Context: an optimization exercise on an open-source flow, tuned for small area, a short achievable clock period and few clock cycles. The choices shown serve that exercise and are no tape-out recipe.
The RTL was checked by simulation tests, not by an equivalence proof against the original design.
Power is estimated from default activity; no workload was simulated.

--- flow/config.mk ---
export PLATFORM = sky130hd
export DESIGN_NAME = chk_block
export DESIGN_NICKNAME = chk_block
export VERILOG_FILES = /design/flow/design.v
export SDC_FILE = /design/flow/constraint.sdc
export NUM_CORES = 4
export LEC_CHECK = 0
export CAP_MARGIN = 20
export CORE_MARGIN = 2
export CORE_UTILIZATION = 30
export SLEW_MARGIN = 20
--- flow/constraint.sdc ---
create_clock -name core_clock -period 20.0 [get_ports {clk}]
set_input_delay 4.0000 -clock core_clock [delete_from_list [all_inputs] [get_ports {clk}]]
set_output_delay 4.0000 -clock core_clock [all_outputs]
set_load 0.01 [all_outputs]
--- flow/design.v ---
module ck_unit (
    input  wire [31:0] run_in,
    input  wire [7:0]  byte_in,
    input  wire [5:0]  width,
    input  wire [31:0] poly,
    input  wire        refin,
    input  wire        refout,
    input  wire [31:0] xorout,
    output reg  [31:0] run_out,
    output reg  [31:0] value
);
    reg [31:0] mask;
    reg [4:0]  top;
    reg [7:0]  b;
    reg        fb;
    reg [31:0] v;
    integer i;
    always @* begin
        mask = (width >= 6'd32) ? 32'hFFFF_FFFF : ((32'd1 << width) - 32'd1);
        top  = width[4:0] - 5'd1;
        for (i = 0; i < 8; i = i + 1)
            b[i] = refin ? byte_in[7-i] : byte_in[i];
        run_out = run_in;
        for (i = 7; i >= 0; i = i - 1) begin
            fb = run_out[top] ^ b[i];
            run_out = ((run_out << 1) & mask) ^ (fb ? poly : 32'd0);
        end
        v = run_in;
        if (refout) begin
            for (i = 0; i < 32; i = i + 1)
                v[i] = run_in[31-i];
            v = v >> (6'd32 - width);
        end
        value = (v ^ xorout) & mask;
    end
endmodule
module chk_block (
    input  wire        clk,
    input  wire        rst,
    input  wire        req_valid,
    output wire        req_ready,
    input  wire [1:0]  req_op,
    input  wire [5:0]  req_addr,
    input  wire [2:0]  req_tenant,
    input  wire [31:0] req_wdata,
    input  wire [5:0]  wv_width,
    input  wire        wv_refin,
    input  wire        wv_refout,
    input  wire [2:0]  wv_fowner,
    input  wire [31:0] wv_poly,
    input  wire [31:0] wv_init,
    input  wire [31:0] wv_xorout,
    input  wire [31:0] wv_ref,
    output reg         rsp_valid,
    output reg  [1:0]  rsp_status,
    output reg  [31:0] rsp_rdata
);
    localparam S_IDLE = 2'd0, S_FEED = 2'd1, S_TEST = 2'd2;
    reg [5:0]  width  [0:3];
    reg        refin  [0:3];
    reg        refout [0:3];
    reg [2:0]  fowner [0:3];
    reg [31:0] poly   [0:3];
    reg [31:0] init   [0:3];
    reg [31:0] xorout [0:3];
    reg [31:0] refv   [0:3];
    reg [31:0] run    [0:3];
    reg [1:0]  state;
    reg [1:0]  cu;           
    reg [23:0] fbytes;
    reg [1:0]  fcount;
    reg [3:0]  tidx;
    reg [5:0]  s_width;
    reg        s_refin, s_refout;
    reg [2:0]  s_fowner;
    reg [31:0] s_poly, s_init, s_xorout, s_ref, s_run;
    assign req_ready = (state == S_IDLE);
    wire accept = req_valid && (state == S_IDLE);
    wire [1:0] u = req_addr[5:4];
    wire [3:0] r = req_addr[3:0];
    wire allowed = (req_tenant == 3'd4) || (req_tenant == fowner[u]);
    function [31:0] wmask(input [5:0] w);
        wmask = (w >= 6'd32) ? 32'hFFFF_FFFF : ((32'd1 << w) - 32'd1);
    endfunction
    wire wv_static_ok =
        (wv_width >= 6'd3) && (wv_width <= 6'd32) && wv_poly[0] &&
        ((wv_poly   & ~wmask(wv_width)) == 32'd0) &&
        ((wv_init   & ~wmask(wv_width)) == 32'd0) &&
        ((wv_xorout & ~wmask(wv_width)) == 32'd0) &&
        ((wv_fowner <= 3'd4) || (wv_fowner == 3'd7));
    wire        testing = (state == S_TEST);
    wire [1:0]  du      = (state == S_IDLE) ? u : cu;
    wire [31:0] d_run   = testing ? s_run    : run[du];
    wire [7:0]  d_byte  = testing ? (8'h31 + {4'd0, tidx}) : fbytes[7:0];
    wire [5:0]  d_width = testing ? s_width  : width[du];
    wire [31:0] d_poly  = testing ? s_poly   : poly[du];
    wire        d_refin = testing ? s_refin  : refin[du];
    wire        d_refout= testing ? s_refout : refout[du];
    wire [31:0] d_xor   = testing ? s_xorout : xorout[du];
    wire [31:0] d_next, d_value;
    ck_unit u_dp (
        .run_in(d_run), .byte_in(d_byte), .width(d_width), .poly(d_poly),
        .refin(d_refin), .refout(d_refout), .xorout(d_xor),
        .run_out(d_next), .value(d_value)
    );
    integer k;
    always @(posedge clk) begin
        if (rst) begin
            for (k = 0; k < 4; k = k + 1) begin
                width[k] <= 6'd0; refin[k] <= 1'b0; refout[k] <= 1'b0;
                fowner[k] <= 3'd7; poly[k] <= 32'd0; init[k] <= 32'd0;
                xorout[k] <= 32'd0; refv[k] <= 32'd0; run[k] <= 32'd0;
            end
            state <= S_IDLE;
            rsp_valid <= 1'b0;
            rsp_status <= 2'd0;
            rsp_rdata <= 32'd0;
        end else begin
            rsp_valid <= 1'b0;
            case (state)
            S_IDLE: if (accept) begin
                cu <= u;
                rsp_status <= 2'd0;
                rsp_rdata <= 32'd0;
                case (req_op)
                2'd0: begin
                    rsp_valid <= 1'b1;
                    case (r)
                    4'h0: rsp_rdata <= {21'd0, fowner[u], refout[u], refin[u], width[u]};
                    4'h1: rsp_rdata <= poly[u];
                    4'h2: rsp_rdata <= init[u];
                    4'h3: rsp_rdata <= xorout[u];
                    4'hD: rsp_rdata <= refv[u];
                    4'h4: if (!allowed) rsp_status <= 2'd1; else rsp_rdata <= run[u];
                    4'h7: if (!allowed) rsp_status <= 2'd1;
                          else if (width[u] != 6'd0) rsp_rdata <= d_value;
                    default: ;
                    endcase
                end
                2'd1: begin
                    if (r == 4'h4 || r == 4'h5 || r == 4'h6) begin
                        if (!allowed || width[u] == 6'd0 ||
                            (r == 4'h5 && req_wdata[25:24] == 2'd0)) begin
                            rsp_status <= 2'd1;
                            rsp_valid <= 1'b1;
                        end else if (r == 4'h4) begin
                            run[u] <= req_wdata & wmask(width[u]);
                            rsp_valid <= 1'b1;
                        end else if (r == 4'h6) begin
                            if (req_wdata[0]) run[u] <= init[u];
                            rsp_valid <= 1'b1;
                        end else begin
                            fbytes <= req_wdata[23:0];
                            fcount <= req_wdata[25:24];
                            state <= S_FEED;
                        end
                    end else begin
                        rsp_valid <= 1'b1;
                    end
                end
                default: begin
                    if (!wv_static_ok) begin
                        rsp_status <= 2'd2;
                        rsp_valid <= 1'b1;
                    end else begin
                        s_width <= wv_width; s_refin <= wv_refin; s_refout <= wv_refout;
                        s_fowner <= wv_fowner; s_poly <= wv_poly; s_init <= wv_init;
                        s_xorout <= wv_xorout; s_ref <= wv_ref; s_run <= wv_init;
                        tidx <= 4'd0;
                        state <= S_TEST;
                    end
                end
                endcase
            end
            S_FEED: begin
                run[cu] <= d_next;
                fbytes <= {8'd0, fbytes[23:8]};
                fcount <= fcount - 2'd1;
                if (fcount == 2'd1) begin
                    rsp_valid <= 1'b1;
                    state <= S_IDLE;
                end
            end
            S_TEST: begin
                if (tidx == 4'd9) begin
                    rsp_valid <= 1'b1;
                    state <= S_IDLE;
                    if (d_value == s_ref) begin
                        width[cu] <= s_width; refin[cu] <= s_refin; refout[cu] <= s_refout;
                        fowner[cu] <= s_fowner; poly[cu] <= s_poly; init[cu] <= s_init;
                        xorout[cu] <= s_xorout; refv[cu] <= s_ref; run[cu] <= s_init;
                    end else begin
                        rsp_status <= 2'd2;
                    end
                end else begin
                    s_run <= d_next;
                    tidx <= tidx + 4'd1;
                end
            end
            default: state <= S_IDLE;
            endcase
        end
    end
endmodule
--- flow/run.sh ---
#!/bin/bash
# synth_recipe.tcl (not shown) runs the flow's synth.tcl, then flattens the netlist and writes it again
# the make line also repeats each setting of config.mk as NAME=value (left out here)
make -C /OpenROAD-flow-scripts/flow DESIGN_CONFIG=/design/flow/config.mk WORK_HOME=/design/flow/orfs CLKGATE_MAP_FILE= SYNTH_SCRIPT=/design/flow/synth_recipe.tcl finish
==> impl_metrics.toml <==
[grt]
grt_util_all_layers_pct = 31.10
grt_max_degree = 111
grt_overflow = 0
grt_pass1_vias = 52220
grt_pass1_wl_um = 439400
antenna_found_initial = 33

[placed_design]
hpwl_um = 247000
dpl_worst_slack_ps = -1433
routabilityCongestion = 1.075
io_buffers = 220

[cts]
clock-sinks = 924
cts_root_buf = "clkbuf_16"
h-tree-depth = 3
hold_buffers = 0
cts.clk_slew.worst_paths_ps = 60
cts_tree = "done"
numCtsBuffers = 99
clock_latency_ps = 780
clock_path_buffers = 3

[setup_path]
crit_top_cell = "buf_4"
cp-start-kind = "input port"
path_max_fanout = 19
critPathRequiredTime_ps = 20410
cpPeakStageDelay_ps = 580
critical_path_class = "in2reg"
critPathArrivalTime_ps = 20040
slowest_stage = "mux4_2"
crit_path_end_kind = "flop"

[logic_synthesis]
synth_common_cells = "887 x edfxtp_1, 694 x nand2_1, 574 x and2_1, 428 x nor2_1, 312 x clkbuf_1"
yosys_warnings = 2
synth_cell_types = 112
syn_avg_cell_area_um2 = 10.48
ys.flop_type = "edfxtp_1"
ys_ff_latch = 924
synth_cells = 5702
synth_largest_area_cell = "edfxtp_1"
ys_seq_area_share_pct = 45.82
synth.net_count = 5894
syn_area_um2 = 59740
synth_most_common_cell = "edfxtp_1"
synth.top_cell.area_share_pct = 44.58
synth_edf_count = 887
synthTopCellsByArea = "edfxtp_1 45%, mux4_2 9.3%, and2_1 6.0%"
postSynth.asyncResetShare_pct = 0

[timing]
fin_worst_skew_ps = 79.77
fmax_mhz = 50.95
hold_viol = 0
hold_slack_ps = 479.2
fin_ws_ps = 374.4
worstMarginPinSlew_ps = 1277
setup_tns_ps = 0
timing.final.crit_share_pct = 98.13
fin_crit_ps = 19630
slew_violations = 0
slew_headroom_pct = 13.96
setup_viol = 0

[detailed_routing]
dr_total_vias = 56540
drc = 0
post_drt_wl_per_cell_um = 35.39
drtAntennaViolNets = 0
drt_iter0_markers = 8813
first_pass_iters = 7
totalWireLength_um = 327500
routed_via_density = 6.110

[power]
power.density_nw_per_um2 = 97.47
p_leak_nw = 27.94
peakVddDrop_uv = 75.29

[floorplanning]
die_width_um = 450.3
initial_core_util_pct = 30.23
ioPinCount = 221
coreArea_um2 = 197600
rows = 163
die_h_um = 450.3
dieArea_um2 = 202700

[flow_run]
drv_cap = 0

[cells_and_area]
drive_gt1_share_pct = 22.45
nNetsFinal = 6701
syn_to_final_growth_pct = 25.34

[worst_hold_path]
min_path_type = "reg2reg"

[outcome]
status = "timing/DRC/antenna clean"
-- final timing paths --
kind	slack (ps)	end	depth (start not counted)	start
max	370	run[0][2]	71	req_addr[4]
min	480	rsp_status[1]	2	rsp_status[1]
max reg2reg	2610	run[0][2]	69	state[1]
min reg2reg	480	rsp_status[1]	2	rsp_status[1]
-- power by group --
part           total, mW  switching (mW)  internal, mW
registers           2.18          0.0208          2.16
clock network       1.94           0.853          1.09
logic               3.18            1.87          1.31
total               7.30            2.74          4.55
-- kinds of logic (layout without fill, tap and decap cells) --
logic type      Yosys count  in the layout  share of synthesized area [%]
simple gates           2315           2315                          19.34
compound gates         1239           1239                          14.26
flops                   924            924                          45.82
buf+inv                 460           1351                          3.146
mux                     457            457                          12.85
xor+xnor                299            299                          4.421
fa+ha+maj                 8              8                         0.1633
other cells               0             20                              0
-- layer usage --
| metal | wire [um] | up-vias | global-route usage [%] |
|---|---|---|---|
| met3 | 40330 | 961 | 9.065 |
| met1 | 122000 | 28210 | 39.84 |
| li1 | - | 23170 | - |
| met4 | 27620 | 34 | 21.04 |
| met2 | 137100 | 4169 | 45.20 |
| met5 | 514 | - | 0 |
-- cell usage in the layout, fill, tap and decap left out, types with 98 or more instances in the layout --
master and count:
edfxtp_1 887, a22oi_1 98, buf_4 874, and2_1 574
nand3_1 115, o21ai_0 136, nor2_1 420, clkdlybuf4s50_1 217
mux2i_1 185, nand2_1 691, mux4_2 246, xor2_1 105
nor3_1 109, xnor2_1 181, clkbuf_16 101, a21oi_1 263
-- critical path, delay by kind of cell --
kind	cells	cell delay, ps
mux	5	1530
compound gates	26	6130
xor+xnor	4	650
buf+inv	21	3810
simple gates	15	3810
-- registers in the layout, summed over array words and instances, names as in the netlist, 128 cells and up --
name / flops
init: 128
poly: 128
refv: 128
run: 128
xorout: 128
-- area by class of cell --
type | instances | area (um^2)
tap | 2640 | 3303
antenna | 20 | 50.05
clock buffer | 120 | 2606
multi-input combinational | 4318 | 31210
inverter | 39 | 146.4
sequential | 924 | 27380
timing repair buffer | 1127 | 9405
fill | 19550 | 122700
clock inverter | 65 | 782.0
-- stage by stage --
| step | area [um^2] | cells | power, mW | utilization [%] |
|---|---|---|---|---|
| 2_1_floorplan | 59740 | 5702 | 3.630 | - |
| 3_3_place_gp | 70790 | 9039 | 5.201 | 35.82 |
| 3_5_place_dp | 70800 | 9039 | 5.193 | 35.82 |
| 4_1_cts | 74300 | 9224 | 7.122 | 37.60 |
| 5_1_grt | 74830 | 9233 | 7.475 | 37.87 |
| 6_report | 74880 | 9253 | 7.299 | 37.89 |
-- what timing repair did --
action | CTS | global route
setup buffers | 0 | 6
resized for setup | 21 | 67
endpoints found under the setup margin | 160 | 160
pin swaps | 0 | 13
cloned | 0 | 2
Testbench counts, summed over its fixed seeds: cycles 13,922.

## port drivers added, routing unchanged
No port has a modelled driver above. Below, the same layout with a new extraction and two added sets of constraints.
Step 1 (the two cells are an assumption about what drives the block):
set clk [get_ports {clk}]
set_driving_cell -lib_cell sky130_fd_sc_hd__clkbuf_16 $clk
set_driving_cell -lib_cell sky130_fd_sc_hd__buf_2 [delete_from_list [all_inputs] $clk]
Step 2 moves the port delays by t, midway between the first and last clock arrival at a register: inputs arrive t later, outputs are due t later. That takes back most of the time a late clock gives input paths.
Three values: ideal ports, drivers, drivers and shift; two values: the first two.
shift t [ns]: 0.830
setup WS [ns]: 0.374 / 0.400 / -0.430
clock arrival spread, ns: 0.080 / 0.081
slew at the worst register clock pin (ns): 0.07 / 0.07
worst data-port slew with drivers (ns): 0.07
Met with ideal ports but missed after step 2: setup timing in this run. The setup slack of this run moves by +0.026 ns with the drivers and by -0.804 ns with both steps.
